Context: an optimization exercise on an open-source flow, tuned for small area, a short achievable clock period and few clock cycles per item. The choices shown serve that exercise and are no tape-out recipe.
The RTL was checked by simulation tests, not by an equivalence proof against the original design.

--- design.v ---
module aes_sbox (input wire [7:0] x, output wire [7:0] y);
    wire U0 = x[7], U1 = x[6], U2 = x[5], U3 = x[4], U4 = x[3], U5 = x[2], U6 = x[1], U7 = x[0];
    wire T1, T2, T3, T4, T5, T6, T7, T8, T9, T10, T11, T12, T13, T14, T15, T16;
    wire T17, T18, T19, T20, T21, T22, T23, T24, T25, T26, T27, M1, M2, M3, M4, M5;
    wire M6, M7, M8, M9, M10, M11, M12, M13, M14, M15, M16, M17, M18, M19, M20, M21;
    wire M22, M23, M24, M25, M26, M27, M28, M29, M30, M31, M32, M33, M34, M35, M36, M37;
    wire M38, M39, M40, M41, M42, M43, M44, M45, M46, M47, M48, M49, M50, M51, M52, M53;
    wire M54, M55, M56, M57, M58, M59, M60, M61, M62, M63, L0, L1, L2, L3, L4, L5;
    wire L6, L7, L8, L9, L10, L11, L12, L13, L14, L15, L16, L17, L18, L19, L20, L21;
    wire L22, L23, L24, L25, L26, L27, L28, L29;
    aes_xor2  g0   (.a(U0), .b(U3), .y(T1));
    aes_xor2  g1   (.a(U0), .b(U5), .y(T2));
    aes_xor2  g2   (.a(U0), .b(U6), .y(T3));
    aes_xor2  g3   (.a(U3), .b(U5), .y(T4));
    aes_xor2  g4   (.a(U4), .b(U6), .y(T5));
    aes_xor2  g5   (.a(T1), .b(T5), .y(T6));
    aes_xor2  g6   (.a(U1), .b(U2), .y(T7));
    aes_xor2  g7   (.a(U7), .b(T6), .y(T8));
    aes_xor2  g8   (.a(U7), .b(T7), .y(T9));
    aes_xor2  g9   (.a(T6), .b(T7), .y(T10));
    aes_xor2  g10  (.a(U1), .b(U5), .y(T11));
    aes_xor2  g11  (.a(U2), .b(U5), .y(T12));
    aes_xor2  g12  (.a(T3), .b(T4), .y(T13));
    aes_xor2  g13  (.a(T6), .b(T11), .y(T14));
    aes_xor2  g14  (.a(T5), .b(T11), .y(T15));
    aes_xor2  g15  (.a(T5), .b(T12), .y(T16));
    aes_xor2  g16  (.a(T9), .b(T16), .y(T17));
    aes_xor2  g17  (.a(U3), .b(U7), .y(T18));
    aes_xor2  g18  (.a(T7), .b(T18), .y(T19));
    aes_xor2  g19  (.a(T1), .b(T19), .y(T20));
    aes_xor2  g20  (.a(U6), .b(U7), .y(T21));
    aes_xor2  g21  (.a(T7), .b(T21), .y(T22));
    aes_xor2  g22  (.a(T2), .b(T22), .y(T23));
    aes_xor2  g23  (.a(T2), .b(T10), .y(T24));
    aes_xor2  g24  (.a(T20), .b(T17), .y(T25));
    aes_xor2  g25  (.a(T3), .b(T16), .y(T26));
    aes_xor2  g26  (.a(T1), .b(T12), .y(T27));
    aes_nand2 g27  (.a(T13), .b(T6), .y(M1));
    aes_nand2 g28  (.a(T23), .b(T8), .y(M2));
    aes_xnor2 g29  (.a(T14), .b(M1), .y(M3));
    aes_nand2 g30  (.a(T19), .b(U7), .y(M4));
    aes_xor2  g31  (.a(M4), .b(M1), .y(M5));
    aes_nand2 g32  (.a(T3), .b(T16), .y(M6));
    aes_nand2 g33  (.a(T22), .b(T9), .y(M7));
    aes_xnor2 g34  (.a(T26), .b(M6), .y(M8));
    aes_nand2 g35  (.a(T20), .b(T17), .y(M9));
    aes_xor2  g36  (.a(M9), .b(M6), .y(M10));
    aes_nand2 g37  (.a(T1), .b(T15), .y(M11));
    aes_nand2 g38  (.a(T4), .b(T27), .y(M12));
    aes_xor2  g39  (.a(M12), .b(M11), .y(M13));
    aes_nand2 g40  (.a(T2), .b(T10), .y(M14));
    aes_xor2  g41  (.a(M14), .b(M11), .y(M15));
    aes_xnor2 g42  (.a(M3), .b(M2), .y(M16));
    aes_xor2  g43  (.a(M5), .b(T24), .y(M17));
    aes_xnor2 g44  (.a(M8), .b(M7), .y(M18));
    aes_xor2  g45  (.a(M10), .b(M15), .y(M19));
    aes_xnor2 g46  (.a(M16), .b(M13), .y(M20));
    aes_xnor2 g47  (.a(M17), .b(M15), .y(M21));
    aes_xnor2 g48  (.a(M18), .b(M13), .y(M22));
    aes_xnor2 g49  (.a(M19), .b(T25), .y(M23));
    aes_xor2  g50  (.a(M22), .b(M23), .y(M24));
    aes_nor2  g51  (.a(M22), .b(M20), .y(M25));
    aes_xnor2 g52  (.a(M21), .b(M25), .y(M26));
    aes_xor2  g53  (.a(M20), .b(M21), .y(M27));
    aes_xnor2 g54  (.a(M23), .b(M25), .y(M28));
    aes_nand2 g55  (.a(M28), .b(M27), .y(M29));
    aes_nand2 g56  (.a(M26), .b(M24), .y(M30));
    aes_nor2  g57  (.a(M20), .b(M23), .y(M31));
    aes_nand2 g58  (.a(M27), .b(M31), .y(M32));
    aes_xor2  g59  (.a(M27), .b(M25), .y(M33));
    aes_nor2  g60  (.a(M21), .b(M22), .y(M34));
    aes_nand2 g61  (.a(M24), .b(M34), .y(M35));
    aes_xor2  g62  (.a(M24), .b(M25), .y(M36));
    aes_xor2  g63  (.a(M21), .b(M29), .y(M37));
    aes_xnor2 g64  (.a(M32), .b(M33), .y(M38));
    aes_xor2  g65  (.a(M23), .b(M30), .y(M39));
    aes_xnor2 g66  (.a(M35), .b(M36), .y(M40));
    aes_xor2  g67  (.a(M38), .b(M40), .y(M41));
    aes_xor2  g68  (.a(M37), .b(M39), .y(M42));
    aes_xor2  g69  (.a(M37), .b(M38), .y(M43));
    aes_xor2  g70  (.a(M39), .b(M40), .y(M44));
    aes_xor2  g71  (.a(M42), .b(M41), .y(M45));
    aes_nand2 g72  (.a(M44), .b(T6), .y(M46));
    aes_nand2 g73  (.a(M40), .b(T8), .y(M47));
    aes_nand2 g74  (.a(M39), .b(U7), .y(M48));
    aes_nand2 g75  (.a(M43), .b(T16), .y(M49));
    aes_nand2 g76  (.a(M38), .b(T9), .y(M50));
    aes_nand2 g77  (.a(M37), .b(T17), .y(M51));
    aes_nand2 g78  (.a(M42), .b(T15), .y(M52));
    aes_nand2 g79  (.a(M45), .b(T27), .y(M53));
    aes_nand2 g80  (.a(M41), .b(T10), .y(M54));
    aes_nand2 g81  (.a(M44), .b(T13), .y(M55));
    aes_nand2 g82  (.a(M40), .b(T23), .y(M56));
    aes_nand2 g83  (.a(M39), .b(T19), .y(M57));
    aes_nand2 g84  (.a(M43), .b(T3), .y(M58));
    aes_nand2 g85  (.a(M38), .b(T22), .y(M59));
    aes_nand2 g86  (.a(M37), .b(T20), .y(M60));
    aes_nand2 g87  (.a(M42), .b(T1), .y(M61));
    aes_nand2 g88  (.a(M45), .b(T4), .y(M62));
    aes_nand2 g89  (.a(M41), .b(T2), .y(M63));
    aes_xor2  g90  (.a(M61), .b(M62), .y(L0));
    aes_xor2  g91  (.a(M50), .b(M56), .y(L1));
    aes_xor2  g92  (.a(M46), .b(M48), .y(L2));
    aes_xor2  g93  (.a(M47), .b(M55), .y(L3));
    aes_xor2  g94  (.a(M54), .b(M58), .y(L4));
    aes_xor2  g95  (.a(M49), .b(M61), .y(L5));
    aes_xnor2 g96  (.a(M62), .b(L5), .y(L6));
    aes_xnor2 g97  (.a(M46), .b(L3), .y(L7));
    aes_xor2  g98  (.a(M51), .b(M59), .y(L8));
    aes_xor2  g99  (.a(M52), .b(M53), .y(L9));
    aes_xnor2 g100 (.a(M53), .b(L4), .y(L10));
    aes_xnor2 g101 (.a(M60), .b(L2), .y(L11));
    aes_xor2  g102 (.a(M48), .b(M51), .y(L12));
    aes_xnor2 g103 (.a(M50), .b(L0), .y(L13));
    aes_xor2  g104 (.a(M52), .b(M61), .y(L14));
    aes_xnor2 g105 (.a(M55), .b(L1), .y(L15));
    aes_xnor2 g106 (.a(M56), .b(L0), .y(L16));
    aes_xnor2 g107 (.a(M57), .b(L1), .y(L17));
    aes_xnor2 g108 (.a(M58), .b(L8), .y(L18));
    aes_xnor2 g109 (.a(M63), .b(L4), .y(L19));
    aes_xor2  g110 (.a(L0), .b(L1), .y(L20));
    aes_xor2  g111 (.a(L1), .b(L7), .y(L21));
    aes_xor2  g112 (.a(L3), .b(L12), .y(L22));
    aes_xor2  g113 (.a(L18), .b(L2), .y(L23));
    aes_xor2  g114 (.a(L15), .b(L9), .y(L24));
    aes_xor2  g115 (.a(L6), .b(L10), .y(L25));
    aes_xor2  g116 (.a(L7), .b(L9), .y(L26));
    aes_xor2  g117 (.a(L8), .b(L10), .y(L27));
    aes_xor2  g118 (.a(L11), .b(L14), .y(L28));
    aes_xor2  g119 (.a(L11), .b(L17), .y(L29));
    aes_xor2  g120 (.a(L6), .b(L24), .y(y[7]));
    aes_xnor2 g121 (.a(L16), .b(L26), .y(y[6]));
    aes_xnor2 g122 (.a(L19), .b(L28), .y(y[5]));
    aes_xor2  g123 (.a(L6), .b(L21), .y(y[4]));
    aes_xor2  g124 (.a(L20), .b(L22), .y(y[3]));
    aes_xor2  g125 (.a(L25), .b(L29), .y(y[2]));
    aes_xnor2 g126 (.a(L13), .b(L27), .y(y[1]));
    aes_xnor2 g127 (.a(L6), .b(L23), .y(y[0]));
endmodule
module aes_sbox_ni (input wire [7:0] x, output wire [7:0] y);
    wire U0 = x[7], U1 = x[6], U2 = x[5], U3 = x[4], U4 = x[3], U5 = x[2], U6 = x[1], U7 = x[0];
    wire T1, T2, T3, T4, T5, T6, T7, T8, T9, T10, T11, T12, T13, T14, T15, T16;
    wire T17, T18, T19, T20, T21, T22, T23, T24, T25, T26, T27, M1, M2, M3, M4, M5;
    wire M6, M7, M8, M9, M10, M11, M12, M13, M14, M15, M16, M17, M18, M19, M20, M21;
    wire M22, M23, M24, M25, M26, M27, M28, M29, M30, M31, M32, M33, M34, M35, M36, M37;
    wire M38, M39, M40, M41, M42, M43, M44, M45, M46, M47, M48, M49, M50, M51, M52, M53;
    wire M54, M55, M56, M57, M58, M59, M60, M61, M62, M63, L0, L1, L2, L3, L4, L5;
    wire L6, L7, L8, L9, L10, L11, L12, L13, L14, L15, L16, L17, L18, L19, L20, L21;
    wire L22, L23, L24, L25, L26, L27, L28, L29;
    aes_xor2  g0   (.a(U0), .b(U3), .y(T1));
    aes_xor2  g1   (.a(U0), .b(U5), .y(T2));
    aes_xor2  g2   (.a(U0), .b(U6), .y(T3));
    aes_xor2  g3   (.a(U3), .b(U5), .y(T4));
    aes_xor2  g4   (.a(U4), .b(U6), .y(T5));
    aes_xor2  g5   (.a(T1), .b(T5), .y(T6));
    aes_xor2  g6   (.a(U1), .b(U2), .y(T7));
    aes_xnor2 g7   (.a(U7), .b(T6), .y(T8));
    aes_xnor2 g8   (.a(U7), .b(T7), .y(T9));
    aes_xor2  g9   (.a(T6), .b(T7), .y(T10));
    aes_xor2  g10  (.a(U1), .b(U5), .y(T11));
    aes_xor2  g11  (.a(U2), .b(U5), .y(T12));
    aes_xor2  g12  (.a(T3), .b(T4), .y(T13));
    aes_xor2  g13  (.a(T6), .b(T11), .y(T14));
    aes_xor2  g14  (.a(T5), .b(T11), .y(T15));
    aes_xor2  g15  (.a(T5), .b(T12), .y(T16));
    aes_xor2  g16  (.a(T9), .b(T16), .y(T17));
    aes_xor2  g17  (.a(U3), .b(U7), .y(T18));
    aes_xnor2 g18  (.a(T7), .b(T18), .y(T19));
    aes_xnor2 g19  (.a(T1), .b(T19), .y(T20));
    aes_xor2  g20  (.a(U6), .b(U7), .y(T21));
    aes_xor2  g21  (.a(T7), .b(T21), .y(T22));
    aes_xor2  g22  (.a(T2), .b(T22), .y(T23));
    aes_xor2  g23  (.a(T2), .b(T10), .y(T24));
    aes_xor2  g24  (.a(T20), .b(T17), .y(T25));
    aes_xor2  g25  (.a(T3), .b(T16), .y(T26));
    aes_xor2  g26  (.a(T1), .b(T12), .y(T27));
    aes_nand2 g27  (.a(T13), .b(T6), .y(M1));
    aes_nand2 g28  (.a(T23), .b(T8), .y(M2));
    aes_xnor2 g29  (.a(T14), .b(M1), .y(M3));
    aes_nor2  g30  (.a(T19), .b(U7), .y(M4));
    aes_xnor2 g31  (.a(M4), .b(M1), .y(M5));
    aes_nand2 g32  (.a(T3), .b(T16), .y(M6));
    aes_nand2 g33  (.a(T22), .b(T9), .y(M7));
    aes_xnor2 g34  (.a(T26), .b(M6), .y(M8));
    aes_nand2 g35  (.a(T20), .b(T17), .y(M9));
    aes_xor2  g36  (.a(M9), .b(M6), .y(M10));
    aes_nand2 g37  (.a(T1), .b(T15), .y(M11));
    aes_nand2 g38  (.a(T4), .b(T27), .y(M12));
    aes_xor2  g39  (.a(M12), .b(M11), .y(M13));
    aes_nand2 g40  (.a(T2), .b(T10), .y(M14));
    aes_xor2  g41  (.a(M14), .b(M11), .y(M15));
    aes_xnor2 g42  (.a(M3), .b(M2), .y(M16));
    aes_xor2  g43  (.a(M5), .b(T24), .y(M17));
    aes_xnor2 g44  (.a(M8), .b(M7), .y(M18));
    aes_xor2  g45  (.a(M10), .b(M15), .y(M19));
    aes_xnor2 g46  (.a(M16), .b(M13), .y(M20));
    aes_xnor2 g47  (.a(M17), .b(M15), .y(M21));
    aes_xnor2 g48  (.a(M18), .b(M13), .y(M22));
    aes_xnor2 g49  (.a(M19), .b(T25), .y(M23));
    aes_xor2  g50  (.a(M22), .b(M23), .y(M24));
    aes_nor2  g51  (.a(M22), .b(M20), .y(M25));
    aes_xnor2 g52  (.a(M21), .b(M25), .y(M26));
    aes_xor2  g53  (.a(M20), .b(M21), .y(M27));
    aes_xnor2 g54  (.a(M23), .b(M25), .y(M28));
    aes_nand2 g55  (.a(M28), .b(M27), .y(M29));
    aes_nand2 g56  (.a(M26), .b(M24), .y(M30));
    aes_nor2  g57  (.a(M20), .b(M23), .y(M31));
    aes_nand2 g58  (.a(M27), .b(M31), .y(M32));
    aes_xor2  g59  (.a(M27), .b(M25), .y(M33));
    aes_nor2  g60  (.a(M21), .b(M22), .y(M34));
    aes_nand2 g61  (.a(M24), .b(M34), .y(M35));
    aes_xor2  g62  (.a(M24), .b(M25), .y(M36));
    aes_xor2  g63  (.a(M21), .b(M29), .y(M37));
    aes_xnor2 g64  (.a(M32), .b(M33), .y(M38));
    aes_xnor2 g65  (.a(M23), .b(M30), .y(M39));
    aes_xnor2 g66  (.a(M35), .b(M36), .y(M40));
    aes_xor2  g67  (.a(M38), .b(M40), .y(M41));
    aes_xnor2 g68  (.a(M37), .b(M39), .y(M42));
    aes_xor2  g69  (.a(M37), .b(M38), .y(M43));
    aes_xnor2 g70  (.a(M39), .b(M40), .y(M44));
    aes_xor2  g71  (.a(M42), .b(M41), .y(M45));
    aes_nand2 g72  (.a(M44), .b(T6), .y(M46));
    aes_nand2 g73  (.a(M40), .b(T8), .y(M47));
    aes_nor2  g74  (.a(M39), .b(U7), .y(M48));
    aes_nand2 g75  (.a(M43), .b(T16), .y(M49));
    aes_nand2 g76  (.a(M38), .b(T9), .y(M50));
    aes_nand2 g77  (.a(M37), .b(T17), .y(M51));
    aes_nand2 g78  (.a(M42), .b(T15), .y(M52));
    aes_nand2 g79  (.a(M45), .b(T27), .y(M53));
    aes_nand2 g80  (.a(M41), .b(T10), .y(M54));
    aes_nand2 g81  (.a(M44), .b(T13), .y(M55));
    aes_nand2 g82  (.a(M40), .b(T23), .y(M56));
    aes_nor2  g83  (.a(M39), .b(T19), .y(M57));
    aes_nand2 g84  (.a(M43), .b(T3), .y(M58));
    aes_nand2 g85  (.a(M38), .b(T22), .y(M59));
    aes_nand2 g86  (.a(M37), .b(T20), .y(M60));
    aes_nand2 g87  (.a(M42), .b(T1), .y(M61));
    aes_nand2 g88  (.a(M45), .b(T4), .y(M62));
    aes_nand2 g89  (.a(M41), .b(T2), .y(M63));
    aes_xor2  g90  (.a(M61), .b(M62), .y(L0));
    aes_xor2  g91  (.a(M50), .b(M56), .y(L1));
    aes_xnor2 g92  (.a(M46), .b(M48), .y(L2));
    aes_xor2  g93  (.a(M47), .b(M55), .y(L3));
    aes_xor2  g94  (.a(M54), .b(M58), .y(L4));
    aes_xor2  g95  (.a(M49), .b(M61), .y(L5));
    aes_xnor2 g96  (.a(M62), .b(L5), .y(L6));
    aes_xnor2 g97  (.a(M46), .b(L3), .y(L7));
    aes_xor2  g98  (.a(M51), .b(M59), .y(L8));
    aes_xor2  g99  (.a(M52), .b(M53), .y(L9));
    aes_xnor2 g100 (.a(M53), .b(L4), .y(L10));
    aes_xnor2 g101 (.a(M60), .b(L2), .y(L11));
    aes_xnor2 g102 (.a(M48), .b(M51), .y(L12));
    aes_xnor2 g103 (.a(M50), .b(L0), .y(L13));
    aes_xor2  g104 (.a(M52), .b(M61), .y(L14));
    aes_xnor2 g105 (.a(M55), .b(L1), .y(L15));
    aes_xnor2 g106 (.a(M56), .b(L0), .y(L16));
    aes_xor2  g107 (.a(M57), .b(L1), .y(L17));
    aes_xnor2 g108 (.a(M58), .b(L8), .y(L18));
    aes_xnor2 g109 (.a(M63), .b(L4), .y(L19));
    aes_xor2  g110 (.a(L0), .b(L1), .y(L20));
    aes_xor2  g111 (.a(L1), .b(L7), .y(L21));
    aes_xor2  g112 (.a(L3), .b(L12), .y(L22));
    aes_xor2  g113 (.a(L18), .b(L2), .y(L23));
    aes_xor2  g114 (.a(L15), .b(L9), .y(L24));
    aes_xor2  g115 (.a(L6), .b(L10), .y(L25));
    aes_xor2  g116 (.a(L7), .b(L9), .y(L26));
    aes_xor2  g117 (.a(L8), .b(L10), .y(L27));
    aes_xor2  g118 (.a(L11), .b(L14), .y(L28));
    aes_xor2  g119 (.a(L11), .b(L17), .y(L29));
    aes_xor2  g120 (.a(L6), .b(L24), .y(y[7]));
    aes_xnor2 g121 (.a(L16), .b(L26), .y(y[6]));
    aes_xnor2 g122 (.a(L19), .b(L28), .y(y[5]));
    aes_xor2  g123 (.a(L6), .b(L21), .y(y[4]));
    aes_xor2  g124 (.a(L20), .b(L22), .y(y[3]));
    aes_xor2  g125 (.a(L25), .b(L29), .y(y[2]));
    aes_xnor2 g126 (.a(L13), .b(L27), .y(y[1]));
    aes_xnor2 g127 (.a(L6), .b(L23), .y(y[0]));
endmodule
module aes_xor2_b  (input wire a, input wire b, output wire y); assign y = a ^ b;    endmodule
module aes_xnor2_b (input wire a, input wire b, output wire y); assign y = ~(a ^ b); endmodule
module aes_nand2_b (input wire a, input wire b, output wire y); assign y = ~(a & b); endmodule
module aes_nor2_b  (input wire a, input wire b, output wire y); assign y = ~(a | b); endmodule
module aes_inv_b   (input wire a, output wire y);               assign y = ~a;       endmodule
module aes_o22ai_b (input wire a1, input wire a2, input wire b1, input wire b2, output wire y);
    assign y = ~((a1 | a2) & (b1 | b2));
endmodule
module aes_a22o_b  (input wire a1, input wire a2, input wire b1, input wire b2, output wire y);
    assign y = (a1 & a2) | (b1 & b2);
endmodule
module aes_o21ai_b (input wire a1, input wire a2, input wire b1, output wire y);
    assign y = ~((a1 | a2) & b1);
endmodule
module aes_a222oi_b (input wire sa, input wire a, input wire sb, input wire b, input wire sc, input wire c,
                     output wire y);
    assign y = ~((sa & a) | (sb & b) | (sc & c));
endmodule
module aes_xor2 #(parameter W = 1) (input wire [W-1:0] a, input wire [W-1:0] b, output wire [W-1:0] y);
    genvar i;
    generate for (i = 0; i < W; i = i + 1) begin : g
        aes_xor2_b u (.a(a[i]), .b(b[i]), .y(y[i]));
    end endgenerate
endmodule
module aes_xnor2 #(parameter W = 1) (input wire [W-1:0] a, input wire [W-1:0] b, output wire [W-1:0] y);
    genvar i;
    generate for (i = 0; i < W; i = i + 1) begin : g
        aes_xnor2_b u (.a(a[i]), .b(b[i]), .y(y[i]));
    end endgenerate
endmodule
module aes_nand2 #(parameter W = 1) (input wire [W-1:0] a, input wire [W-1:0] b, output wire [W-1:0] y);
    genvar i;
    generate for (i = 0; i < W; i = i + 1) begin : g
        aes_nand2_b u (.a(a[i]), .b(b[i]), .y(y[i]));
    end endgenerate
endmodule
module aes_nor2 #(parameter W = 1) (input wire [W-1:0] a, input wire [W-1:0] b, output wire [W-1:0] y);
    genvar i;
    generate for (i = 0; i < W; i = i + 1) begin : g
        aes_nor2_b u (.a(a[i]), .b(b[i]), .y(y[i]));
    end endgenerate
endmodule
module aes_inv #(parameter W = 1) (input wire [W-1:0] a, output wire [W-1:0] y);
    genvar i;
    generate for (i = 0; i < W; i = i + 1) begin : g
        aes_inv_b u (.a(a[i]), .y(y[i]));
    end endgenerate
endmodule
module aes_o22ai #(parameter W = 1) (input wire [W-1:0] a, input wire sa, input wire [W-1:0] b, input wire sb,
                                     output wire [W-1:0] y);
    genvar i;
    generate for (i = 0; i < W; i = i + 1) begin : g
        aes_o22ai_b u (.a1(a[i]), .a2(sa), .b1(b[i]), .b2(sb), .y(y[i]));
    end endgenerate
endmodule
module aes_a222oi #(parameter W = 1) (input wire sa, input wire [W-1:0] a, input wire sb, input wire [W-1:0] b,
                                      input wire sc, input wire [W-1:0] c, output wire [W-1:0] y);
    genvar i;
    generate for (i = 0; i < W; i = i + 1) begin : g
        aes_a222oi_b u (.sa(sa), .a(a[i]), .sb(sb), .b(b[i]), .sc(sc), .c(c[i]), .y(y[i]));
    end endgenerate
endmodule
module aes_a22o #(parameter W = 1) (input wire sa, input wire [W-1:0] a, input wire sb, input wire [W-1:0] b,
                                    output wire [W-1:0] y);
    genvar i;
    generate for (i = 0; i < W; i = i + 1) begin : g
        aes_a22o_b u (.a1(sa), .a2(a[i]), .b1(sb), .b2(b[i]), .y(y[i]));
    end endgenerate
endmodule
module aes_o21ai #(parameter W = 1) (input wire s, input wire [W-1:0] a, input wire [W-1:0] b, output wire [W-1:0] y);
    genvar i;
    generate for (i = 0; i < W; i = i + 1) begin : g
        aes_o21ai_b u (.a1(s), .a2(a[i]), .b1(b[i]), .y(y[i]));
    end endgenerate
endmodule
module aes_enc (
    input  wire         clk,
    input  wire         rst,         
    input  wire         start,       
    input  wire [1:0]   key_len,     
    input  wire [255:0] key,         
    input  wire [127:0] din,         
    output wire         ready,       
    output reg          done,        
    output wire [127:0] dout
);
    reg        busy;         
    reg        rdy;          
    reg        rsel, nrsel;  
    reg        last;         
    reg  [3:0] cnt;          
    reg        m192, m256;   
    reg  [2:0] kc;           
    reg  [7:0] rcon;         
    assign ready = rdy;
    wire       m192_d = rdy ? (key_len == 2'd1) : m192;
    wire       m256_d = rdy ? (key_len == 2'd2) : m256;
    wire       m128_d = !m192_d && !m256_d;
    wire [2:0] kc_d   = rdy ? ((key_len == 2'd0) ? 3'd0 : 3'd4) :
                        (m192 && kc == 3'd4) ? 3'd2 : (m192 && kc == 3'd2) ? 3'd0 :
                        (!m192 && !m256) ? 3'd0 : kc ^ 3'd4;
    wire       r1_d   = rdy;
    wire       kc0_d  = (kc_d == 3'd0);
    wire       kc4_d  = (kc_d == 3'd4);
    wire       p0_d   = kc0_d || (m256_d && kc4_d && !r1_d);     
    wire       p2_d   = m192_d && kc4_d;                         
    wire       ik01_d = r1_d && (m256_d || m192_d);              
    wire       ik23_d = r1_d && m256_d;                          
    reg kc0, p2, rotw;
    reg sa01, sb01, sa23, sb23, sc;      
    reg c0, c1, c2, c3;                  
    reg m01, m23;                        
    reg sna, snb, snc;                   
    always @(posedge clk) begin
        kc0  <= kc0_d;
        p2   <= p2_d;
        rotw <= kc0_d || p2_d;
        sa01 <= m256_d || ik01_d;
        sb01 <= m192_d && !ik01_d;
        sa23 <= m256_d;
        sb23 <= m192_d;
        sc   <= m128_d;
        c0   <= !(p0_d || ik01_d);
        c1   <= !ik01_d;
        c2   <= !(p2_d || ik23_d);
        c3   <= !ik23_d;
        m01  <= p0_d;
        m23  <= p0_d || p2_d;
        sna  <= kc0_d;
        snb  <= m256_d && kc4_d && !r1_d;
        snc  <= p2_d;
    end
    reg  [255:0] kw;
    wire [31:0]  K [0:7];
    genvar k;
    generate
        for (k = 0; k < 8; k = k + 1) begin : g_k
            assign K[k] = kw[255 - 32*k -: 32];
        end
    endgenerate
    wire [31:0] wold_n [0:3];
    aes_a222oi #(32) u_wo0 (.sa(sa01), .a(K[0]), .sb(sb01), .b(K[2]), .sc(sc), .c(K[4]), .y(wold_n[0]));
    aes_a222oi #(32) u_wo1 (.sa(sa01), .a(K[1]), .sb(sb01), .b(K[3]), .sc(sc), .c(K[5]), .y(wold_n[1]));
    aes_a222oi #(32) u_wo2 (.sa(sa23), .a(K[2]), .sb(sb23), .b(K[4]), .sc(sc), .c(K[6]), .y(wold_n[2]));
    aes_a222oi #(32) u_wo3 (.sa(sa23), .a(K[3]), .sb(sb23), .b(K[5]), .sc(sc), .c(K[7]), .y(wold_n[3]));
    wire [7:0] r0n = ~({8{kc0}} & rcon);
    wire [7:0] r2n = ~({8{p2}} & rcon);
    wire [31:0] A [0:3];
    wire [31:0] t0, t1, t2, t3;
    wire [7:0]  q0, q2;
    aes_nand2 #(32) u_t0  (.a({32{c0}}), .b(K[7]), .y(t0));
    aes_nand2 #(8)  u_q0  (.a(t0[31:24]), .b(r0n), .y(q0));
    aes_xnor2 #(8)  u_a0h (.a(wold_n[0][31:24]), .b(q0), .y(A[0][31:24]));
    aes_xor2  #(24) u_a0l (.a(wold_n[0][23:0]), .b(t0[23:0]), .y(A[0][23:0]));
    aes_nand2 #(32) u_t1  (.a({32{c1}}), .b(A[0]), .y(t1));
    aes_xor2  #(32) u_a1  (.a(wold_n[1]), .b(t1), .y(A[1]));
    aes_nand2 #(32) u_t2  (.a({32{c2}}), .b(A[1]), .y(t2));
    aes_nand2 #(8)  u_q2  (.a(t2[31:24]), .b(r2n), .y(q2));
    aes_xnor2 #(8)  u_a2h (.a(wold_n[2][31:24]), .b(q2), .y(A[2][31:24]));
    aes_xor2  #(24) u_a2l (.a(wold_n[2][23:0]), .b(t2[23:0]), .y(A[2][23:0]));
    aes_nand2 #(32) u_t3  (.a({32{c3}}), .b(A[2]), .y(t3));
    aes_xor2  #(32) u_a3  (.a(wold_n[3]), .b(t3), .y(A[3]));
    reg  [31:0] kx;
    wire [31:0] kx_d, k67, kk, x237, sin_n, sw;
    aes_xor2  #(32) u_k67  (.a(K[6]), .b(K[7]), .y(k67));
    aes_xor2  #(32) u_kk   (.a(key[95:64]), .b(key[159:128]), .y(kk));
    aes_a22o  #(32) u_kxd  (.sa(rsel), .a(kk), .sb(nrsel), .b(k67), .y(kx_d));
    always @(posedge clk) kx <= kx_d;
    aes_xor2  #(32) u_x237 (.a(kx), .b(K[7]), .y(x237));
    aes_a222oi #(32) u_sin (.sa(sna), .a({K[7][23:0], K[7][31:24]}), .sb(snb), .b(K[7]),
                            .sc(snc), .c({x237[23:0], x237[31:24]}), .y(sin_n));
    aes_sbox_ni u_ks0 (.x(sin_n[31:24]), .y(sw[31:24]));
    aes_sbox_ni u_ks1 (.x(sin_n[23:16]), .y(sw[23:16]));
    aes_sbox_ni u_ks2 (.x(sin_n[15:8]),  .y(sw[15:8]));
    aes_sbox_ni u_ks3 (.x(sin_n[7:0]),   .y(sw[7:0]));
    wire [31:0] g0, g2;
    wire [127:0] nw_n;
    aes_nand2 #(32) u_g0 (.a({32{m01}}), .b(sw), .y(g0));
    aes_nand2 #(32) u_g2 (.a({32{m23}}), .b(sw), .y(g2));
    aes_xor2  #(32) u_n0 (.a(A[0]), .b(g0), .y(nw_n[127:96]));
    aes_xor2  #(32) u_n1 (.a(A[1]), .b(g0), .y(nw_n[95:64]));
    aes_xor2  #(32) u_n2 (.a(A[2]), .b(g2), .y(nw_n[63:32]));
    aes_xor2  #(32) u_n3 (.a(A[3]), .b(g2), .y(nw_n[31:0]));
    wire [255:0] kw_d;
    wire [127:0] kh_n;
    aes_a22o  #(128) u_kwh (.sa(rsel), .a(key[127:0]), .sb(nrsel), .b(kw[127:0]), .y(kw_d[255:128]));
    aes_nand2 #(128) u_khn (.a({128{rdy}}), .b(key[255:128]), .y(kh_n));
    aes_o21ai #(128) u_kwl (.s(rdy), .a(nw_n), .b(kh_n), .y(kw_d[127:0]));
    reg  [127:0] st_n;
    wire [127:0] x;                  
    aes_xnor2 #(128) u_ark (.a(st_n), .b(kw[127:0]), .y(x));
    wire [7:0] sb [0:15];
    genvar n;
    generate
        for (n = 0; n < 16; n = n + 1) begin : g_sb
            aes_sbox u_sb (.x(x[127 - 8*n -: 8]), .y(sb[n]));
        end
    endgenerate
    wire [7:0] sr [0:15];
    generate
        for (n = 0; n < 16; n = n + 1) begin : g_sr
            assign sr[n] = sb[((n / 4 + n % 4) % 4) * 4 + n % 4];
        end
    endgenerate
    wire [127:0] mc, srw;
    generate
        for (n = 0; n < 4; n = n + 1) begin : g_mc
            wire [31:0] s = {sr[4*n], sr[4*n + 1], sr[4*n + 2], sr[4*n + 3]};
            wire [31:0] u;           
            wire [31:0] w;           
            wire [11:0] h;           
            aes_xor2 #(32) u_u (.a(s), .b({s[23:0], s[31:24]}), .y(u));
            aes_xor2 #(32) u_w (.a({s[23:0], s[31:24]}), .b({u[15:0], u[31:16]}), .y(w));
            genvar i;
            for (i = 0; i < 4; i = i + 1) begin : g_i
                wire [7:0] ui = u[31 - 8*i -: 8];
                aes_xor2 #(3) u_h (.a({ui[0], ui[2], ui[3]}), .b({3{ui[7]}}), .y(h[3*i +: 3]));
                aes_xor2 #(8) u_m (.a(w[31 - 8*i -: 8]),
                                   .b({ui[6:4], h[3*i], h[3*i + 1], ui[1], h[3*i + 2], ui[7]}),
                                   .y(mc[127 - 32*n - 8*i -: 8]));
            end
            assign srw[127 - 32*n -: 32] = s;
        end
    endgenerate
    wire [127:0] st_d;
    aes_o22ai #(128) u_st (.a(din), .sa(nrsel), .b(mc), .sb(rsel), .y(st_d));
    reg  [127:0] dout_r;
    wire [127:0] dout_d;
    aes_xnor2 #(128) u_fin (.a(srw), .b(nw_n), .y(dout_d));
    assign dout = dout_r;
    always @(posedge clk) dout_r <= dout_d;
    always @(posedge clk) begin
        st_n <= st_d;
        kw   <= kw_d;
    end
    always @(posedge clk) begin
        m192 <= m192_d;
        m256 <= m256_d;
        kc   <= kc_d;
        if (rdy) begin
            cnt   <= (key_len == 2'd0) ? 4'd9 : (key_len == 2'd1) ? 4'd11 : 4'd13;
            rcon  <= 8'h01;
            last  <= 1'b0;
        end else begin
            if (rotw) rcon <= {rcon[6:0], 1'b0} ^ (rcon[7] ? 8'h1b : 8'h00);
            cnt   <= cnt - 4'd1;
            last  <= (cnt == 4'd1);
        end
    end
    wire busy_d = !rst && ((rdy && start) || (busy && !last));
    wire last_d = !rdy && (cnt == 4'd1);
    wire rdy_d  = !busy_d || last_d;
    always @(posedge clk) begin
        busy  <= busy_d;
        rdy   <= rdy_d;
        done  <= !rst && busy && last;
        rsel  <= rdy_d;
        nrsel <= !rdy_d;
    end
endmodule
--- flow/run.sh ---
#!/bin/bash
# Layout flow: the standard flow (standard.sh, unchanged synthesis), with
# plain buf_1 cells as the port buffers instead of the flow's default choice,
# and timing repair asked for a setup margin (the SDC is unchanged).
set -euo pipefail
bash standard.sh "BUFFER_PORTS_ARGS=-buffer_cell sky130_fd_sc_hd__buf_1" "SETUP_SLACK_MARGIN=8" finish > make_finish.log 2>&1
--- standard.sh ---
#!/bin/bash
# synth_recipe.tcl (not shown) runs the flow's synth.tcl, then flattens the netlist and writes it again
# the make line also repeats each setting of config.mk as NAME=value (left out here)
make -C /OpenROAD-flow-scripts/flow DESIGN_CONFIG=/design/flow/config.mk WORK_HOME=/design/flow/orfs CLKGATE_MAP_FILE= SYNTH_SCRIPT=/design/flow/synth_recipe.tcl "${@:-finish}"
--- config.mk ---
export PLATFORM = sky130hd
export DESIGN_NAME = aes_enc
export DESIGN_NICKNAME = aes_enc
export VERILOG_FILES = /design/flow/design.v
export SDC_FILE = /design/flow/constraint.sdc
export NUM_CORES = 8
export LEC_CHECK = 0
export CAP_MARGIN = 20
export CORE_MARGIN = 2
export CORE_UTILIZATION = 45
export PLACE_DENSITY = 0.6
export SLEW_MARGIN = 20
export SYNTH_HIERARCHICAL = 1
--- constraint.sdc ---
create_clock -name core_clock -period 15.0 [get_ports {clk}]
set_input_delay 3.0000 -clock core_clock [delete_from_list [all_inputs] [get_ports {clk}]]
set_output_delay 3.0000 -clock core_clock [all_outputs]
set_load 0.01 [all_outputs]
==> results of run 1 <==
==> layer usage <==
metal	wire length, µm	vias to the layer above
met2	84600	2112
met3	18600	424
met4	13900	8
met5	46	-
li1	-	18400
met1	79100	19400
==> modules after synthesis (local to each module, per instance), excerpt <==
module	cell area (µm²)	times used	cells inside	flip-flops and latches
aes_xnor2_b	8.76	828	1	0
aes_o22ai_b	6.26	128	1	0
aes_o21ai_b	5.00	128	1	0
aes_enc	12200	1	685	579
aes_a22o_b	8.76	160	1	0
aes_a222oi_b	10.0	160	1	0
aes_xor2_b	8.76	2092	1	0
aes_nor2_b	3.75	72	1	0
aes_nand2_b	3.75	944	1	0
==> registers in the layout, summed over array words and instances, names as in the netlist, 3 cells and up <==
signal,flops
kw,256
dout_r,128
kx,32
cnt,4
kc,3
st_n,128
rcon,8
==> timing repair <==
| action | 4_1_cts | 5_1_grt |
|---|---|---|
| pin swaps | 6 | 24 |
| resized for setup | 88 | 214 |
| setup endpoints to repair | 152 | 355 |
| buffers inserted | 9 | 42 |
==> critical path, stage by stage, from the launching register on <==
cell and delay (ns):
dfxtp_1 0.36, xnor2_1 0.44, xor2_1 0.50, xor2_2 0.37, xor2_1 0.33, nand2_1 0.11, xor2_1 0.26, xor2_1 0.13
xnor2_1 0.43, xor2_1 0.30, xor2_1 0.12, xnor2_1 0.40, xor2_1 0.35, xor2_1 0.24, nand2_1 0.16, xor2_1 0.38
xnor2_1 0.16, xnor2_1 0.74, xor2_1 0.30, xor2_1 0.24, xor2_1 0.24, o22ai_1 0.10
==> synthesized netlist by cell type (all sizes together) (5+ instances only) <==
library cell,instances
dfxtp,579
xor2,2092
a211oi,5
o21ai,133
nand2b,6
inv,5
nor2,87
o22ai,128
nand2,967
clkbuf,6
a222oi,160
a22o,160
xnor2,834
==> layout make-up <==
| cell class | count | area, µm² |
|---|---|---|
| Inverter | 5 | 18.8 |
| Sequential cell | 579 | 11600 |
| Clock buffer | 96 | 2100 |
| Timing Repair Buffer | 626 | 2770 |
| Tap cell | 1368 | 1710 |
| Clock inverter | 37 | 519 |
| Multi-Input combinational cell | 4604 | 36500 |
| Fill cell | 9639 | 46300 |
| Antenna cell | 1 | 2.50 |
==> worst max path at each step <==
| stage | from | end | slack (ns) | depth (start not counted) |
|---|---|---|---|---|
| final | kw[57]$_DFF_P_ | st_n[46]$_DFF_P_ | 8.18 | 21 |
| after global routing | kw[26]$_DFF_P_ | st_n[28]$_DFF_P_ | 7.90 | 21 |
| after CTS | kw[15]$_DFF_P_ | st_n[92]$_DFF_P_ | 7.93 | 20 |
| after detailed placement | kw[4]$_DFF_P_ | st_n[108]$_DFF_P_ | 7.62 | 20 |
| after global placement | kw[4]$_DFF_P_ | st_n[118]$_DFF_P_ | 7.52 | 21 |
| after floorplan | rsel$_DFF_P_ | ready | 9.00 | 0 |
==> cells by family after synthesis <==
logic type | after synthesis | synth area share, %
buf+inv | 14 | 0.133
mux | 7 | 0.160
simple gates | 1072 | 8.86
xor+xnor | 2926 | 55.6
compound gates | 597 | 9.98
fa+ha+maj | 2 | 0.0543
flops | 579 | 25.2
==> through the flow <==
step	cells	utilization, %	setup WS [ns]	cell area (µm²)
after CTS	7272	52.6	7.93	53500
after detailed placement	7130	49.4	7.62	50100
after floorplan	5197	-	9.00	46100
after global routing	7315	54.4	7.90	55300
final	7316	54.4	8.18	55300
after global placement	7129	49.3	7.52	50100
==> impl_metrics.ini, run 1 <==
[min_path]
min_delay_worst_endpoint = cnt[0]$_SDFF_PP1_
cell_depth_of_the_worst_hold_path = 1
min_from = cnt[0]$_SDFF_PP1_
hold_path_class = reg -> reg

[timing]
rsz_0062_raised_after_global_routing = true
final_hold_viol_count = 0
maxSlewHeadroom_pct = 17.1
min_period_ns = 6.82
finalSetupViolations = 0
max_slew.worst_pin.slew_ns = 1.24
clock-skew-final_ns = 0.0341
timing.final.crit_share_pct = 45.5
worst_hold_slack_ns = 0.438
slew_viol_final = 0
clock.fmax_mhz = 147
setup_tns_ns = 0

[die]
dieWidth_um = 324
placeableCoreArea_mm2 = 0.102
die_height_um = 324
floorplan.initialDensity_pct = 45.3
dieArea_mm2 = 0.105
rows = 117
ios = 519

[cells_and_area]
post_route_cells_drive_above_1_share_pct = 9.10
nNetsFinal = 6280
area_delta_synth_final_pct = 20.1
final_common_cell = xor2_1
layout_common_cells = 1942 x xor2_1, 967 x nand2_1, 718 x xnor2_1, 543 x dfxtp_1, 518 x buf_1

[critical_path]
worst-endpoint-arrival_ns = 7.31
worst-setup-path-type = reg -> reg
worst-endpoint-required_ns = 15.49
endpoint_type_of_the_worst_setup_path = flop
timing.critical_path.fanout_max = 5
regToRegStartpoint = kw[57]$_DFF_P_
worstReg2RegEnd = st_n[46]$_DFF_P_
start_kind = flop
ff2ff_path_depth = 21
rrSetupSlack_ns = 8.18

[yosys]
synth_seq_cells = 579
post_synth.cell_area_avg_um2 = 8.86
synth.largest_area_cell = xor2_1
synthDistinctLibCells = 38
synth.cell_area_mm2 = 0.0461
synth_seq_area_share_pct = 25.2
netlist.area_leader.share_pct = 39.8
async_flop_share_pct = 0
yosys_warnings = 7
synthesis.instances = 5197
mappedNetlistNets = 5588
synth_flop_cell = dfxtp_1
synth_edf_count = 0
synthTopCellsByArea = xor2_1 40%, dfxtp_1 25%, xnor2_1 16%

[grt]
antenna_found_initial = 6
use_met3_pct = 7.63
grt_max_degree = 82
grtUsageMet1_pct = 46.2
grt_pass1_wl_um = 271000
grt_overflow_total = 0
grt_pass1_vias = 38900
grt.busiest_layer = met2
globalRouteMet2Util_pct = 55.5
grtUsageTotal_pct = 36.0

[flow_run]
max-cap-violations = 0

[drt]
detail_route.drc_violations = 0
drt_first_pass_iters = 10
routedWlPerCell_um = 26.8
viasPerCell = 5.51
route.antenna.remaining_nets = 0
postRouteWirelength_um = 196000
drt_first_iter_violations = 4764
vias = 40300

[clocking]
numCtsBuffers = 73
cts-root-to-sink-buffers = 3
cts_tree = done
clk_pin_slew_ns = 0.06
cts_htree_levels = 3
clkSinkCount = 579
insertion_delay_ns = 0.66
cts-root-buf = clkbuf_16
cts.hold.buffers_added = 0

[placement]
place_hpwl_um = 158000
buffer_ports.inserted = 518
globalplace.congestion = 1.03

[run_status]
run_status = finished clean
Testbench counts, summed over its fixed seeds: cycles 27,736, blocks 2,400.
==> run 2: changes to the inputs <==
==> flow/run.sh (replaced) <==
#!/bin/bash
# Layout flow: the standard flow (standard.sh, unchanged synthesis), with
# plain buf_1 cells as the port buffers instead of the flow's default choice,
# a clock tree of clkbuf_8 cells without dummy loads, and timing repair asked
# for a setup margin (the SDC is unchanged).
set -euo pipefail
bash standard.sh "BUFFER_PORTS_ARGS=-buffer_cell sky130_fd_sc_hd__buf_1" "SETUP_SLACK_MARGIN=8.5" \
  "CTS_ARGS=-sink_clustering_enable -repair_clock_nets -dont_use_dummy_load -buf_list sky130_fd_sc_hd__clkbuf_8" \
  finish > make_finish.log 2>&1
==> run 2 against run 1 <==
Against the previous run:
- maximum frequency increased by 7.3%
- clock-buffer cell count increased by 14
- highest routed layer unchanged
- largest cell class unchanged
- non-clock buffer count increased by 120
- worst hold slack got worse by 0.00053 ns
- critical path depth unchanged
- die area unchanged
- sequential cell count unchanged
- worst setup slack improved by 0.46 ns
- area after synthesis unchanged
- final cell count increased by 1.4%
- design area increased by 5.9%
==> impl_metrics.ini, run 2 <==
[run_status]
run_status = finished clean

[yosys]
netlist.area_leader.share_pct = 39.8
synth_flop_cell = dfxtp_1
yosys_warnings = 7
mappedNetlistNets = 5588
synth_seq_cells = 579
yosysMostFrequentCell = xor2_1
synthesis.instances = 5197
synth_seq_area_share_pct = 25.2
async_flop_share_pct = 0
synth_commonest_cells = 2092 x xor2_1, 967 x nand2_1, 834 x xnor2_1
post_synth.cell_area_avg_um2 = 8.86
synthDistinctLibCells = 38
synth.largest_area_cell = xor2_1
synthTopCellsByArea = xor2_1 40%, dfxtp_1 25%, xnor2_1 16%
synth.cell_area_mm2 = 0.0461
synth_edf_count = 0

[drt]
wl_met2_um = 86400
routedWlPerCell_um = 27.0
viasPerCell = 5.54
detail_route.drc_violations = 0
met1Wirelength_um = 79800
postRouteWirelength_um = 200000
detailroute.wirelength.met3_um = 18900
route.antenna.remaining_nets = 0
drt_first_pass_iters = 8
drt_first_iter_violations = 5198
vias = 41100
highest-signal-layer = met5

[timing]
setup_tns_ns = 0
worst_hold_slack_ns = 0.438
finalSetupViolations = 0
final_hold_viol_count = 0
timing.final.crit_share_pct = 42.4
slew_viol_final = 0
rsz_0062_raised_after_global_routing = true
maxSlewHeadroom_pct = 15.2
clock.fmax_mhz = 157
setup_ws_ns = 8.64
min_period_ns = 6.36
max_slew.worst_pin.slew_ns = 1.27
clock-skew-final_ns = 0.0969

[cells_and_area]
final_util_pct = 57.6
nNetsFinal = 6437
fin_cells = 7416
finalInstanceArea_mm2 = 0.0586
area_delta_synth_final_pct = 27.1
largest-register = kw
layout_common_cells = 1788 x xor2_1, 962 x nand2_1, 601 x xnor2_1, 518 x buf_1, 498 x dfxtp_1
layout.filler_cells = 9289
post_route_cells_drive_above_1_share_pct = 16.1
final_common_cell = xor2_1
largest_register_ffs = 256
reg_top3 = kw (256), dout_r (128), st_n (128)

[clocking]
clkSinkCount = 579
cts_htree_levels = 3
cts-root-buf = clkbuf_8
cts-root-to-sink-buffers = 3
clk_pin_slew_ns = 0.06
cts_tree = done
cts.hold.buffers_added = 0
insertion_delay_ns = 0.80
numCtsBuffers = 110

[die]
placeableCoreArea_mm2 = 0.102
rows = 117
dieArea_mm2 = 0.105
dieWidth_um = 324
floorplan.initialDensity_pct = 45.3
die_height_um = 324
ios = 519

[critical_path]
worst-endpoint-required_ns = 15.62
worstReg2RegEnd = kw[92]$_DFF_P_
start_kind = flop
timing.critical_path.buf_inv = 1
crit_cells = 21
regToRegStartpoint = sna$_DFF_P_
timing_endpoint_of_the_critical_path = kw[92]$_DFF_P_
worst_path_largest_cell_delay_ns = 0.65
rrSetupSlack_ns = 8.64
critical-path-top-delay-family = XOR/XNOR gates
worst-endpoint-arrival_ns = 6.97
cp_cell_sequence = buf_4, a222oi_1, xor2_1, xor2_2, xor2_1, nand2_1, xor2_1, xor2_1, xnor2_2, xor2_2, nand2_1, xnor2_4, xnor2_1, nand2_1, xor2_1, xnor2_1, xor2_1, xor2_1, nand2_1, xor2_2, o21ai_1
critical-path-slowest-cell = a222oi_1
worst-setup-path-type = reg -> reg
cpMostUsedCell = xor2_1
crit_path_start = sna$_DFF_P_
timing.critical_path.fanout_max = 40
endpoint_type_of_the_worst_setup_path = flop
ff2ff_path_depth = 21

[grt]
antenna_found_initial = 7
grt_max_degree = 82
grt_pass1_vias = 39600
grt_overflow_total = 0
grtUsageTotal_pct = 36.5
grt_pass1_wl_um = 275000

[placement]
place_hpwl_um = 158000
preCtsSetupSlack_ns = 7.62
buffer_ports.inserted = 518
dpl.cell_count = 7130
dpl-instance-area_mm2 = 0.0501
globalplace.congestion = 1.03

[flow_run]
max-cap-violations = 0

[min_path]
hold_path_class = reg -> reg
[run 2: layer usage]
metal,GRT usage [%],vias to the layer above
met1,46.8,19900
li1,-,18500
met2,55.9,2179
met4,22.4,2
met3,7.72,440
met5,0,-
[run 2: logic make-up (layout without fill, tap and decap cells)]
logic type,after synthesis,after routing,share of synthesized area [%]
AOI/OAI and AO/OA,597,597,9.98
DFF,579,579,25.2
muxes,7,7,0.160
xor gates and xnor gates,2926,2926,55.6
and+or+nand+nor,1072,1072,8.86
buffers and inverters,14,861,0.133
other,0,4,0
adders and majority gates,2,2,0.0543
[run 2: worst min path at each step]
stage / startpoint / to / cells after the start
after floorplan: cnt[0]$_SDFF_PP1_ / cnt[0]$_SDFF_PP1_ / 1
after global placement: cnt[0]$_SDFF_PP1_ / cnt[0]$_SDFF_PP1_ / 1
after detailed placement: cnt[0]$_SDFF_PP1_ / cnt[0]$_SDFF_PP1_ / 1
after CTS: cnt[0]$_SDFF_PP1_ / cnt[0]$_SDFF_PP1_ / 1
after global routing: cnt[0]$_SDFF_PP1_ / cnt[0]$_SDFF_PP1_ / 1
final: cnt[0]$_SDFF_PP1_ / cnt[0]$_SDFF_PP1_ / 1
[run 2: final cells by class]
cell class / count / area [µm²] / share of cell area, %
multi-input combinational: 4604 / 39800 / 68.0
sequential: 579 / 11700 / 20.0
timing repair buffer: 746 / 3790 / 6.48
tap: 1368 / 1710 / 2.92
clock buffer: 110 / 1510 / 2.59
inverter: 5 / 18.8 / 0.0321
antenna: 4 / 10.0 / 0.0171
[run 2: Yosys stat by module, one instance, submodules excluded, excerpt]
| module | flip-flops and latches | times used |
|---|---|---|
| aes_enc | 579 | 1 |
| aes_a222oi_b | 0 | 160 |
| aes_a22o_b | 0 | 160 |
| aes_xnor2_b | 0 | 828 |
| aes_xor2_b | 0 | 2092 |
| aes_o22ai_b | 0 | 128 |
| aes_o21ai_b | 0 | 128 |
| aes_nand2_b | 0 | 944 |
| aes_nor2_b | 0 | 72 |
[run 2: timing repair]
action	CTS	global route
setup buffers	48	124
resized for setup	322	415
gates cloned	0	0
hold endpoints to repair	0	0
pin swaps	31	71
endpoints found under the setup margin	365	376
[run 2: worst reg2reg max path: cells and delay by family (launching register included)]
kind / cells / cell delay [ns]
XOR/XNOR: 14 / 4.05
AO/OA/AOI/OAI: 2 / 0.81
buffers and inverters: 1 / 0.28
AND/OR/NAND/NOR: 4 / 0.73
flip-flops: 1 / 0.29
==> run 3: changes to the inputs <==
--- a/flow/run.sh
+++ b/flow/run.sh
@@ -6,3 +6,3 @@
 set -euo pipefail
-bash standard.sh "BUFFER_PORTS_ARGS=-buffer_cell sky130_fd_sc_hd__buf_1" "SETUP_SLACK_MARGIN=8.5" \
+bash standard.sh "BUFFER_PORTS_ARGS=-buffer_cell sky130_fd_sc_hd__buf_1" "SETUP_SLACK_MARGIN=7.5" \
   "CTS_ARGS=-sink_clustering_enable -repair_clock_nets -dont_use_dummy_load -buf_list sky130_fd_sc_hd__clkbuf_8" \
==> run 3 against run 2 <==
Against the previous run:
- sequential share of layout area up 2.1 points
- first-iteration DRC count is 4.5% lower
- area after synthesis unchanged
- clock-buffer cell count did not move
- synthesized cell count unchanged
- clock skew rose by 0.00079 ns
- non-clock buffer count shrank 159
- global-route usage shrank 0.56 points
==> impl_metrics.ini, run 3 <==
[cells_and_area]
nNetsFinal = 6278
post_route_cells_drive_above_1_share_pct = 5.00
layout_common_cells = 2020 x xor2_1, 967 x nand2_1, 805 x xnor2_1, 572 x dfxtp_1, 518 x buf_1
final_common_cell = xor2_1
finalInstanceArea_mm2 = 0.0525
area_delta_synth_final_pct = 14.0
layout.filler_cells = 9985
reg_top3 = kw (256), dout_r (128), st_n (128)
largest-register = kw
fin_cells = 7257
largest_register_ffs = 256

[yosys]
mappedNetlistNets = 5588
post_synth.cell_area_avg_um2 = 8.86
yosysMostFrequentCell = xor2_1
yosys_warnings = 7
synth_flop_cell = dfxtp_1
synthTopCellsByArea = xor2_1 40%, dfxtp_1 25%, xnor2_1 16%
synth_seq_area_share_pct = 25.2
synthDistinctLibCells = 38
synth_edf_count = 0
synthesis.instances = 5197
synth.largest_area_cell = xor2_1
netlist.area_leader.share_pct = 39.8
synth_seq_cells = 579
synth.cell_area_mm2 = 0.0461
async_flop_share_pct = 0
synth_commonest_cells = 2092 x xor2_1, 967 x nand2_1, 834 x xnor2_1

[placement]
dpl.cell_count = 7130
buffer_ports.inserted = 518
dpl-instance-area_mm2 = 0.0501
preCtsSetupSlack_ns = 7.62
place_hpwl_um = 158000
globalplace.congestion = 1.03

[timing]
min_period_ns = 7.35
final_hold_viol_count = 0
setup_tns_ns = 0
clock.fmax_mhz = 136
finalSetupViolations = 0
max_slew.worst_pin.slew_ns = 1.24
slew_viol_final = 0
maxSlewHeadroom_pct = 16.9
timing.final.crit_share_pct = 49.0
clock-skew-final_ns = 0.0977
setup_ws_ns = 7.65
rsz_0062_raised_after_global_routing = true

[clocking]
cts-root-buf = clkbuf_8
clkSinkCount = 579
cts_tree = done
cts_htree_levels = 3
insertion_delay_ns = 0.81
cts-root-to-sink-buffers = 3
clk_pin_slew_ns = 0.05
numCtsBuffers = 110

[flow_run]
max-cap-violations = 0

[critical_path]
cpMostUsedCell = xor2_1
cp_cell_sequence = xor2_1, a222oi_1, buf_4, xor2_1, xor2_1, xor2_1, nand2_1, xor2_1, xor2_1, xnor2_1, xor2_1, xor2_1, xnor2_1, xor2_1, xor2_1, nand2_1, xor2_1, xnor2_1, xnor2_1, nand2_1, xor2_1, xnor2_1
worst-endpoint-required_ns = 15.60
endpoint_type_of_the_worst_setup_path = flop
worst-endpoint-arrival_ns = 7.95
worst-setup-path-type = reg -> reg
worstReg2RegEnd = dout_r[86]$_DFF_P_
rrSetupSlack_ns = 7.65
timing.critical_path.fanout_max = 8
start_kind = flop
worst_path_largest_cell_delay_ns = 0.89
critical-path-slowest-cell = xor2_1
regToRegStartpoint = kw[9]$_DFF_P_
ff2ff_path_depth = 22

[die]
die_height_um = 324
dieArea_mm2 = 0.105
ios = 519
dieWidth_um = 324
floorplan.initialDensity_pct = 45.3
placeableCoreArea_mm2 = 0.102
rows = 117

[min_path]
cell_depth_of_the_worst_hold_path = 1
min_delay_worst_endpoint = cnt[0]$_SDFF_PP1_
min_from = cnt[0]$_SDFF_PP1_
hold_path_class = reg -> reg

[drt]
viasPerCell = 5.54
postRouteWirelength_um = 195000
route.antenna.remaining_nets = 0
vias = 40200
routedWlPerCell_um = 26.9
drt_first_pass_iters = 8
drt_first_iter_violations = 4964
detail_route.drc_violations = 0

[grt]
grt_max_degree = 82
grtUsageTotal_pct = 35.9
antenna_found_initial = 7
grt_pass1_vias = 38900
grt_pass1_wl_um = 271000
grt_overflow_total = 0

[run_status]
run_status = finished clean
[run 3: how the worst max path moves through the flow]
| stage | startpoint | to |
|---|---|---|
| global route | kw[23]$_DFF_P_ | dout_r[125]$_DFF_P_ |
| detailed placement | kw[4]$_DFF_P_ | st_n[108]$_DFF_P_ |
| floorplan | rsel$_DFF_P_ | ready |
| finish | kw[9]$_DFF_P_ | dout_r[86]$_DFF_P_ |
| global placement | kw[4]$_DFF_P_ | st_n[118]$_DFF_P_ |
| CTS | kw[4]$_DFF_P_ | st_n[118]$_DFF_P_ |
[run 3: cells by family (layout without fill, tap and decap cells)]
kind of cell,Yosys count,after routing,synth area share (%)
buffers and inverters,14,702,0.133
AND/OR/NAND/NOR,1072,1072,8.86
other,0,4,0
multiplexers,7,7,0.160
AO/OA/AOI/OAI,597,597,9.98
flip-flops,579,579,25.2
adder cells (fa/ha/maj),2,2,0.0543
XOR/XNOR,2926,2926,55.6
[run 3: per-module statistics from Yosys, one instance, submodules excluded, excerpt]
module / flip-flops and latches / times used
aes_enc: 579 / 1
aes_a222oi_b: 0 / 160
aes_xnor2_b: 0 / 828
aes_a22o_b: 0 / 160
aes_o22ai_b: 0 / 128
aes_nor2_b: 0 / 72
aes_nand2_b: 0 / 944
[run 3: through the flow]
step / utilization, % / hold WS, ns
floorplan: - / 0.400
global placement: 49.3 / 0.418
detailed placement: 49.4 / 0.428
CTS: 50.8 / 0.441
global route: 51.7 / 0.459
finish: 51.7 / 0.438
[run 3: per-layer routing]
metal | up-vias | share of wire, % | track usage, %
met5 | - | 0.0067 | 0
met4 | 2 | 6.6 | 21.7
met3 | 402 | 9.1 | 7.07
met2 | 2127 | 43 | 55.1
met1 | 19300 | 41 | 46.4
li1 | 18400 | - | -
[run 3: timing repair]
item | in CTS | in global routing
endpoints found under the hold margin | 0 | 0
gates resized for setup | 0 | 95
buffers inserted | 0 | 12
hold buffers | 0 | 0
setup endpoints to repair | 0 | 182
[run 3: layout make-up]
class / instances / area (µm²) / share of cell area (%)
multi-input combinational: 4604 / 35200 / 67.0
sequential: 579 / 11600 / 22.1
timing repair buffer: 587 / 2460 / 4.69
tap: 1368 / 1710 / 3.26
clock buffer: 110 / 1510 / 2.88
inverter: 5 / 18.8 / 0.0358
antenna: 4 / 10.0 / 0.0191
[run 3: worst max-delay path: cells and delay by family (launching register included)]
family / cells / cell delay (ns)
xor gates and xnor gates: 17 / 5.52
and+or+nand+nor: 3 / 0.40
DFF: 1 / 0.69
AOI/OAI and AO/OA: 1 / 0.33
buffers and inverters: 1 / 0.18
==> run 4: changes to the inputs <==
--- a/flow/run.sh
+++ b/flow/run.sh
@@ -6,3 +6,3 @@
 set -euo pipefail
-bash standard.sh "BUFFER_PORTS_ARGS=-buffer_cell sky130_fd_sc_hd__buf_1" "SETUP_SLACK_MARGIN=7.5" \
+bash standard.sh "BUFFER_PORTS_ARGS=-buffer_cell sky130_fd_sc_hd__buf_1" "SETUP_SLACK_MARGIN=8" \
   "CTS_ARGS=-sink_clustering_enable -repair_clock_nets -dont_use_dummy_load -buf_list sky130_fd_sc_hd__clkbuf_8" \
==> run 4 against run 3 <==
Against the previous run:
- critical path depth is 1 lower
- first-iteration DRC count shrank 2.8%
- wire length is 0.68% higher
- sequential cell count unchanged
- register-to-register slack improved by 0.50 ns
- non-clock buffer count is 34 higher
- global-route usage grew 0.12 points
- utilization rose by 1.7 points
- worst hold slack is essentially flat
- area after synthesis stayed put
- largest cell class unchanged
==> impl_metrics.ini, run 4 <==
[cells_and_area]
area_delta_synth_final_pct = 17.7
layout_common_cells = 1939 x xor2_1, 967 x nand2_1, 719 x xnor2_1, 543 x dfxtp_1, 518 x buf_1
nNetsFinal = 6312
post_route_cells_drive_above_1_share_pct = 8.85
final_util_pct = 53.3
fin_cells = 7291
largest-register = kw
reg_top3 = kw (256), dout_r (128), st_n (128)
final_common_cell = xor2_1
largest_register_ffs = 256

[yosys]
yosys_warnings = 7
synth_flop_cell = dfxtp_1
synth_seq_area_share_pct = 25.2
mappedNetlistNets = 5588
synth_commonest_cells = 2092 x xor2_1, 967 x nand2_1, 834 x xnor2_1
netlist.area_leader.share_pct = 39.8
async_flop_share_pct = 0
synthesis.instances = 5197
synth_edf_count = 0
synthTopCellsByArea = xor2_1 40%, dfxtp_1 25%, xnor2_1 16%
synth.largest_area_cell = xor2_1
synthDistinctLibCells = 38
post_synth.cell_area_avg_um2 = 8.86
synth.cell_area_mm2 = 0.0461
synth_seq_cells = 579
yosysMostFrequentCell = xor2_1

[critical_path]
worst-endpoint-arrival_ns = 7.48
worst-setup-path-type = reg -> reg
regToRegStartpoint = snc$_DFF_P_
worst-endpoint-required_ns = 15.63
timing.critical_path.fanout_max = 40
rrSetupSlack_ns = 8.15
ff2ff_path_depth = 21
endpoint_type_of_the_worst_setup_path = flop
start_kind = flop
worstReg2RegEnd = kw[99]$_DFF_P_

[grt]
grt_overflow_total = 0
grt_pass1_wl_um = 272000
grtUsageTotal_pct = 36.0
antenna_found_initial = 9
grt_max_degree = 82
grt_pass1_vias = 39100

[placement]
place_hpwl_um = 158000
buffer_ports.inserted = 518
globalplace.congestion = 1.03
dpl.cell_count = 7130
preCtsSetupSlack_ns = 7.62

[die]
placeableCoreArea_mm2 = 0.102
dieArea_mm2 = 0.105
rows = 117
dieWidth_um = 324
ios = 519
floorplan.initialDensity_pct = 45.3
die_height_um = 324

[timing]
finalSetupViolations = 0
rsz_0062_raised_after_global_routing = true
maxSlewHeadroom_pct = 18.7
setup_ws_ns = 8.15
timing.final.crit_share_pct = 45.7
setup_tns_ns = 0
min_period_ns = 6.85
slew_viol_final = 0
max_slew.worst_pin.slew_ns = 1.22
clock.fmax_mhz = 146
final_hold_viol_count = 0
clock-skew-final_ns = 0.0973

[clocking]
numCtsBuffers = 110
insertion_delay_ns = 0.80
cts_tree = done
clkSinkCount = 579
cts-root-to-sink-buffers = 3
cts_htree_levels = 3
cts-root-buf = clkbuf_8
cts.hold.buffers_added = 0
clk_pin_slew_ns = 0.07

[min_path]
hold_path_class = reg -> reg
min_delay_worst_endpoint = cnt[0]$_SDFF_PP1_
cell_depth_of_the_worst_hold_path = 1
min_from = cnt[0]$_SDFF_PP1_

[drt]
postRouteWirelength_um = 197000
viasPerCell = 5.55
vias = 40500
drt_first_pass_iters = 12
detail_route.drc_violations = 0
route.antenna.remaining_nets = 0
drt_first_iter_violations = 4826
routedWlPerCell_um = 27.0

[run_status]
run_status = finished clean

[flow_run]
max-cap-violations = 0
## run 4: cell counts after synthesis
No cell type changed its count.
## run 4: per-stage QoR
| step | hold WS, ns | area [µm²] |
|---|---|---|
| 5_1_grt | 0.459 | 54200 |
| 6_report | 0.438 | 54200 |
| 4_1_cts | 0.441 | 52300 |
| 3_5_place_dp | 0.428 | 50100 |
| 2_1_floorplan | 0.400 | 46100 |
| 3_3_place_gp | 0.418 | 50100 |
## run 4: worst max-delay path by stage
stage | from | to | slack, ns | cells past startpoint
5_1_grt | sna$_DFF_P_ | kw[99]$_DFF_P_ | 7.90 | 21
3_3_place_gp | kw[4]$_DFF_P_ | st_n[118]$_DFF_P_ | 7.52 | 21
6_report | snc$_DFF_P_ | kw[99]$_DFF_P_ | 8.15 | 21
3_5_place_dp | kw[4]$_DFF_P_ | st_n[108]$_DFF_P_ | 7.62 | 20
2_1_floorplan | rsel$_DFF_P_ | ready | 9.00 | 0
4_1_cts | kw[127]$_DFF_P_ | st_n[118]$_DFF_P_ | 7.92 | 21
## run 4: cell families after synthesis
kind of cell | count (synthesis) | synth area share, %
xor+xnor | 2926 | 55.6
flops | 579 | 25.2
fa+ha+maj | 2 | 0.0543
compound gates | 597 | 9.98
mux | 7 | 0.160
simple gates | 1072 | 8.86
buf+inv | 14 | 0.133
## run 4: critical path, stage by stage (launching register included)
cell,delay [ns]
dfxtp_1,0.30
buf_4,0.29
a222oi_1,0.72
xor2_1,0.37
xor2_1,0.47
xor2_1,0.36
nand2_1,0.11
xor2_1,0.25
xor2_1,0.12
xnor2_1,0.40
xor2_1,0.33
xor2_1,0.13
xnor2_1,0.39
xor2_1,0.30
xor2_1,0.21
nand2_1,0.12
xor2_1,0.40
xor2_1,0.20
xor2_1,0.48
nand2_1,0.21
xor2_1,0.37
o21ai_1,0.12
## run 4: repair_timing
item	in CTS	in global routing
gates cloned	0	0
buffers inserted	10	36
setup endpoints to repair	156	356
endpoints found under the hold margin	0	0
gates resized for setup	79	227
pin swaps	5	25
## run 4: final cells by class
class,instances,area [µm²]
repair buffers,621,2720
diodes,4,10.0
well taps,1368,1710
flip-flops and latches,579,11600
clock buffers,110,1510
fillers,9840,47400
multi-input cells,4604,36600
inverters,5,18.8
## run 4: modules after synthesis (local to each module, per instance), a selection
module        cell area [µm²]  copies in the design
aes_nor2_b               3.75                    72
aes_a22o_b               8.76                   160
aes_xnor2_b              8.76                   828
aes_o21ai_b              5.00                   128
aes_a222oi_b             10.0                   160
aes_nand2_b              3.75                   944
aes_xor2_b               8.76                  2092
aes_enc                 12200                     1
aes_o22ai_b              6.26                   128
## run 4: metal layers
metal / GRT usage (%) / wire (µm) / up-vias
li1: - / - / 18400
met1: 46.5 / 79600 / 19400
met2: 55.4 / 85300 / 2224
met3: 7.13 / 18400 / 436
met4: 21.7 / 13300 / 6
met5: 0 / 37 / -

[re-timing with driven ports]
The flow's constraints put no driver on any port. The routed layouts listed below were extracted and timed again, unchanged, in two steps. Step 1, drivers: a clkbuf_16 drives clk and a buf_2 each remaining input, both assumed. Step 2 times the ports against the registers' clock, not the clock port: input delays grow and output delays shrink by t, the midpoint of the rising clock arrivals with the driver on. Slacks: ideal ports / drivers / drivers and shift; pairs: ideal ports / drivers.
run | shift t [ns] | setup slack, ns | worst slew at a driven data input, ns
run 1 | 0.715 | 8.181 / 8.181 / 8.181 | 0.18
run 2 | 0.818 | 8.645 / 8.645 / 8.645 | 0.18
run 3 | 0.835 | 7.651 / 7.651 / 7.651 | 0.17
run 4 | 0.826 | 8.148 / 8.148 / 8.148 | 0.18
After both steps setup and hold are still met in every run listed.
